This design comes from an exercise in tuning for small area and a short achievable clock period on the open sky130 flow, not from production work.
The RTL was checked by simulation tests, not by an equivalence proof against the original design.
Power figures rest on the tool's default switching activity, not on a simulated workload.

[design/flow/run.sh]
#!/bin/bash
# synth_recipe.tcl (not shown) runs the flow's synth.tcl, then flattens the netlist and writes it again
# the make line also repeats each setting of config.mk as NAME=value (left out here)
make -C /OpenROAD-flow-scripts/flow DESIGN_CONFIG=/design/flow/config.mk WORK_HOME=/design/flow/orfs CLKGATE_MAP_FILE= SYNTH_SCRIPT=/design/flow/synth_recipe.tcl finish
[design/flow/config.mk]
export PLATFORM = sky130hd
export DESIGN_NAME = lk_topk
export DESIGN_NICKNAME = lk_topk
export VERILOG_FILES = /design/flow/design.v
export SDC_FILE = /design/flow/constraint.sdc
export NUM_CORES = 4
export LEC_CHECK = 0
export CAP_MARGIN = 20
export CORE_MARGIN = 2
export CORE_UTILIZATION = 40
export SLEW_MARGIN = 20
[design/flow/constraint.sdc]
create_clock -name core_clock -period 10.0 [get_ports {clk}]
set_input_delay 2.0000 -clock core_clock [delete_from_list [all_inputs] [get_ports {clk}]]
set_output_delay 2.0000 -clock core_clock [all_outputs]
set_load 0.01 [all_outputs]
[design/flow/design.v]
module lk_topk (
    input  wire         clk,
    input  wire         rst,           
    input  wire         in_valid,      
    input  wire         in_first,      
    input  wire         in_last,       
    input  wire         in_take,       
    input  wire [31:0]  in_data,       
    input  wire [1:0]   cfg_op,        
    input  wire [3:0]   cfg_fmt,       
    input  wire [3:0]   cfg_k,         
    output reg          out_valid,
    output reg  [511:0] out_line,
    output reg          out_nonfinite
);
    localparam FMT_FP32  = 4'h2;
    localparam FMT_BF16  = 4'h3;
    localparam FMT_INT32 = 4'hC;
    localparam OP_MAX    = 2'd0;
    localparam OP_MIN    = 2'd1;
    localparam OP_TOPK   = 2'd2;
    reg  [1:0]  row_op;
    reg  [3:0]  row_fmt;
    reg  [3:0]  row_k;
    reg  [15:0] row_pos;       
    reg         row_nf;
    wire [1:0]  cur_op  = in_first ? cfg_op  : row_op;
    wire [3:0]  cur_fmt = in_first ? cfg_fmt : row_fmt;
    wire [15:0] cur_pos = in_first ? 16'd0   : row_pos;
    wire [31:0] wide = (cur_fmt == FMT_BF16) ? {in_data[15:0], 16'd0} : in_data;
    wire        is_int  = (cur_fmt == FMT_INT32);
    wire        is_nan  = !is_int && (wide[30:23] == 8'hFF) && (wide[22:0] != 23'd0);
    wire        is_nf   = !is_int && (wide[30:23] == 8'hFF);
    wire        is_zero = !is_int && (wide[30:0] == 31'd0);
    reg [31:0] ukey;    
    always @(*) begin
        if (is_int)
            ukey = wide ^ 32'h8000_0000;
        else if (is_zero)
            ukey = 32'h8000_0000;               
        else if (wide[31])
            ukey = ~wide;
        else
            ukey = wide | 32'h8000_0000;
    end
    wire [32:0] new_key = is_nan ? 33'd0
                        : {1'b1, (cur_op == OP_MIN) ? ~ukey : ukey};
    reg        s_valid [0:7];
    reg [32:0] s_key   [0:7];
    reg [31:0] s_val   [0:7];
    reg [15:0] s_pos   [0:7];
    reg        c_valid [0:7];
    reg        beats   [0:7];
    integer i;
    always @(*) begin
        for (i = 0; i < 8; i = i + 1) begin
            c_valid[i] = in_first ? 1'b0 : s_valid[i];
            beats[i]   = !c_valid[i] || (new_key > s_key[i]);
        end
    end
    reg        n_valid [0:7];
    reg [32:0] n_key   [0:7];
    reg [31:0] n_val   [0:7];
    reg [15:0] n_pos   [0:7];
    always @(*) begin
        for (i = 0; i < 8; i = i + 1) begin
            n_valid[i] = c_valid[i];
            n_key[i]   = s_key[i];
            n_val[i]   = s_val[i];
            n_pos[i]   = s_pos[i];
        end
        if (in_take) begin
            for (i = 0; i < 8; i = i + 1) begin
                if (beats[i] && (i == 0 || !beats[i-1])) begin
                    n_valid[i] = 1'b1;
                    n_key[i]   = new_key;
                    n_val[i]   = wide;
                    n_pos[i]   = cur_pos;
                end else if (i > 0 && beats[i-1]) begin
                    n_valid[i] = c_valid[i-1];
                    n_key[i]   = s_key[i-1];
                    n_val[i]   = s_val[i-1];
                    n_pos[i]   = s_pos[i-1];
                end
            end
        end
    end
    reg row_done;     
    always @(posedge clk) begin
        if (rst) begin
            row_op   <= OP_MAX;
            row_fmt  <= FMT_FP32;
            row_k    <= 4'd1;
            row_pos  <= 16'd0;
            row_nf   <= 1'b0;
            row_done <= 1'b0;
            for (i = 0; i < 8; i = i + 1) begin
                s_valid[i] <= 1'b0;
                s_key[i]   <= 33'd0;
                s_val[i]   <= 32'd0;
                s_pos[i]   <= 16'd0;
            end
        end else begin
            row_done <= in_valid && in_last;
            if (in_valid) begin
                if (in_first) begin
                    row_op  <= cfg_op;
                    row_fmt <= cfg_fmt;
                    row_k   <= cfg_k;
                end
                row_pos <= cur_pos + 16'd1;
                row_nf  <= (in_first ? 1'b0 : row_nf) | (in_take & is_nf);
                for (i = 0; i < 8; i = i + 1) begin
                    s_valid[i] <= n_valid[i];
                    s_key[i]   <= n_key[i];
                    s_val[i]   <= n_val[i];
                    s_pos[i]   <= n_pos[i];
                end
            end
        end
    end
    wire [3:0] n_res = (row_op == OP_TOPK) ? row_k : 4'd1;
    reg [511:0] line;
    always @(*) begin
        line = 512'd0;
        for (i = 0; i < 8; i = i + 1) begin
            if (s_valid[i] && (i < n_res)) begin
                line[32*i +: 32]      = s_val[i];
                line[256 + 16*i +: 16] = s_pos[i];
            end
        end
    end
    always @(posedge clk) begin
        if (rst) begin
            out_valid     <= 1'b0;
            out_line      <= 512'd0;
            out_nonfinite <= 1'b0;
        end else begin
            out_valid <= row_done;
            if (row_done) begin
                out_line      <= line;
                out_nonfinite <= row_nf;
            end
        end
    end
endmodule
==> reports/summary.txt <==
share of post-route cells with drive strength above 1 -> 7.091%
Resized cells post-CTS -> 0
WHS Path Cells -> 2
CP max stage delay -> 0.78 ns
reg2reg end -> s_val[4][4]
number of library cell types mapped by synthesis -> 86
gp weighted congestion -> 0.9142
asr flop ratio synth -> 0%
status -> no timing/DRC/antenna violations
Worst Clk Skew -> 0.04112 ns
Die Wd -> 366.3 um
Synth Register Bits -> 1070
Synth Cell Area -> 52510 um^2
share of the synthesized area in the top cell type -> 40.80%
min-delay worst type -> reg -> reg
Final min period -> 8.482 ns
setup bufs post-CTS -> 0
Die Area -> 134200 um^2
largest net degree at the start of global routing -> 117
Clock transition at path regs -> 0.06 ns
synth warn -> 11
synth-to-layout area growth -> 17.91%
min-delay src -> s_key[4][21]
Nets -> 7017
Final setup violation count -> 0
most common cell in the netlist -> dfxtp_1
number of vias per cell -> 5.655
max cap viols -> 0
CP Cell Sequence -> clkdlybuf4s50_1 -> and4bb_1 -> a22oi_2 -> mux2i_1 -> and4_1 -> buf_4 -> nor2_2 -> mux2i_4 -> buf_4 -> ha_1 -> nand4_1 -> nor3_1 -> nand4_1 -> mux2_2 -> o21ai_1 -> buf_4 -> nand3_1 -> buf_4 -> o22ai_1 -> a211oi_1
RSZ-0062 raised after global routing -> no
slew margin rel. -> 25.19%
CP most frequent cell -> buf_4
Mean Syn Cell Area -> 8.043 um^2
later-pin clock latency in the skew report -> 0.73 ns
via count -> 48.31k
Slew @ Worst Pin -> 1.117 ns
Pleak -> 22.31 nW
fmax -> 0.1179 GHz
DRC -> 0
WS Path Type -> in -> reg
worst r2r src -> row_fmt[3]
core area -> 129800 um^2
setup TNS -> 0 ns
crit end category -> flop
Main synth FF type -> dfxtp_1
Ports -> 562
Tcrit/Tclk final -> 84.82%
depth of the worst register-to-register path -> 19
Initial Utilization -> 40.45%
placed cell count -> 8329
Congestion Overflow GR -> 0
CTS tree -> done
final non-filler cell total -> 8542
Post-CTS Hold Fix Bufs -> 0
vias in the first global route -> 44.32k
Max stage delay cell, worst path -> and4_1
Startpoint Class -> input port
Req. time, crit path -> 10.55 ns
dpl hpwl -> 136400 um
WP buf/inv -> 5
Pwr per Cell Area -> 168.6 nW/um^2
first-pass GRT wire length -> 289600 um
Sink Count -> 1070
hold path endpoint -> s_key[4][21]
peak supply drop -> 0.1321 mV
initial antenna violation count -> 9
Seq/Total Area, Yosys -> 40.80%
Site Rows -> 132
Post-Syn Instances -> 6528
die height -> 366.3 um
Synth area leaders -> dfxtp_1 41%, a21oi_1 7.0%, nand2_1 6.8%
r2r setup slk -> 3.09 ns
largest area contributor in the netlist -> dfxtp_1
DRT Wirelength -> 195200 um
remaining antenna violation count -> 0
Crit path arrival time -> 9.03 ns
Initial DRC Count -> 5617
drt first pass iters -> 5
Fin. Hold Viols -> 0
synth cell count leaders -> 1070 x dfxtp_1, 949 x nand2_1, 739 x a21oi_1
number of synthesized flops with an enable pin -> 0
Inserted Clock Buffers -> 115
Port Buffers -> 433
CTS Buffer Depth -> 3
gr usage total -> 27.80%
# H-tree levels -> 3
Root Buffer -> clkbuf_16
Crit path max-delay family -> simple AND/OR/NAND/NOR gates
DR WL/cell -> 22.85 um
Final Max Tran Viols -> 0
Crit Path Max Fanout -> 17
## through the flow
step	cell area, um^2	setup WS [ns]	util [%]	hold WS (ns)	power [mW]
final	61910	1.518	47.69	0.4727	10.44
after detailed placement	57920	0.7835	44.62	0.4655	5.991
after global routing	61910	1.284	47.69	0.4841	10.79
after global placement	57920	0.8556	44.62	0.4574	5.957
after CTS	61900	1.507	47.68	0.4735	10.44
after floorplan	52980	3.736	-	0.4448	5.537
## worst reg2reg max path: stages (launching register included)
cell	delay, ns
dfxtp_1	0.38
and3b_1	0.23
a22oi_2	0.60
mux2i_1	0.33
and4_1	0.78
buf_4	0.43
nor2_2	0.11
mux2i_4	0.23
buf_4	0.27
ha_1	0.32
nand4_1	0.19
nor3_1	0.68
nand4_1	0.31
mux2_2	0.37
o21ai_1	0.07
buf_4	0.24
nand3_1	0.45
buf_4	0.38
o22ai_1	0.26
a211oi_1	0.11
## placed cells by master (no fill, tap or decap), types with 8 or more instances in the layout
cell,synthesis,layout
mux2_2,17,17
buf_4,141,136
mux2i_1,152,152
and2_1,23,18
o21a_1,8,8
nor3_1,42,41
buf_12,0,20
conb_1,1,128
inv_1,273,273
a22oi_1,10,9
clkinv_2,0,23
o22ai_1,100,100
nor4_1,13,13
a311oi_1,194,194
clkbuf_8,0,35
a21oi_1,739,738
clkbuf_16,0,115
nor2b_1,409,406
clkdlybuf4s50_1,0,431
a211oi_1,58,58
dfxtp_1,1070,1069
nand2_1,949,948
nand4_1,50,50
nor2_1,723,720
a31oi_1,165,165
nor2_2,14,14
ha_1,265,265
nand3_1,43,42
o21ai_0,237,237
a21oi_2,17,15
and4_1,10,10
clkbuf_1,378,19
xor2_1,22,22
o32ai_1,75,75
a21o_1,24,24
o221ai_1,13,13
bufinv_16,0,11
mux2i_4,27,27
## flip-flops by register name, indices dropped and copies added (netlist names)
| register | count |
|---|---|
| out_line | 384 |
| out_nonfinite | 1 |
| out_valid | 1 |
| row_done | 1 |
| row_fmt | 4 |
| row_k | 4 |
| row_nf | 1 |
| row_op | 2 |
| row_pos | 16 |
| s_key | 264 |
| s_pos | 128 |
| s_val | 256 |
| s_valid | 8 |
## area by class of cell
type,count,area (um^2)
clock inverters,41,548.0
diodes,3,7.507
repair buffers,589,5756
inverters,275,1040
well taps,1742,2180
fillers,12670,67900
multi-input cells,4653,27530
clock buffers,169,3431
flip-flops and latches,1070,21420
## worst max-delay path by stage
stage | start | end | slack, ns | cells past startpoint
2_1_floorplan | cfg_fmt[3] | s_key[4][31] | 3.74 | 20
3_3_place_gp | cfg_fmt[3] | s_val[4][6] | 0.86 | 20
3_5_place_dp | cfg_fmt[3] | s_val[4][4] | 0.78 | 20
4_1_cts | cfg_fmt[3] | s_val[4][4] | 1.51 | 20
5_1_grt | cfg_fmt[3] | s_pos[3][9] | 1.28 | 19
6_report | cfg_fmt[3] | s_val[4][4] | 1.52 | 20
## cell families after synthesis
group,synth area share [%]
mux,4.525
flops,40.80
compound gates,20.10
other cells,0.007142
buf+inv,8.083
simple gates,19.71
xor+xnor,0.4670
fa+ha+maj,6.315
## routing by layer
layer,share of wire [%],vias up,wire length [um],track usage (%)
met4,3.5,4,6751,9.378
li1,-,22630,-,-
met2,44,2089,86180,43.32
met1,44,23290,86080,38.61
met5,0.014,-,28,0
met3,8.3,299,16180,4.943
## report_power, final
part	switching [mW]	total, mW	internal (mW)
sequential	0.142	4.54	4.40
combinational	0.900	1.39	0.490
clock	1.86	4.51	2.65
total	2.90	10.4	7.54

-- afterwards: timing with drivers on the ports --
In the flow no input, the clock included, has a driving cell. The finished layout below was timed again as built, in two steps. Step 1, drivers: a clkbuf_16 drives clk and a buf_2 each remaining input, both assumed. Step 2 also shifts input and output timing later by t, the mid clock arrival at the registers, as if the neighbouring blocks saw the same clock. Three values: ideal ports, drivers, drivers and shift; two values: the first two.
t (ns): 0.792
setup WS [ns]: 1.518 / 1.581 / 0.789
worst data-port slew with drivers (ns): 0.10
cell pins on the clock port's net: 1
After both steps this run still meets setup and hold. For this run, drivers alone change the setup slack by +0.063 ns; drivers and shift together by -0.729 ns.
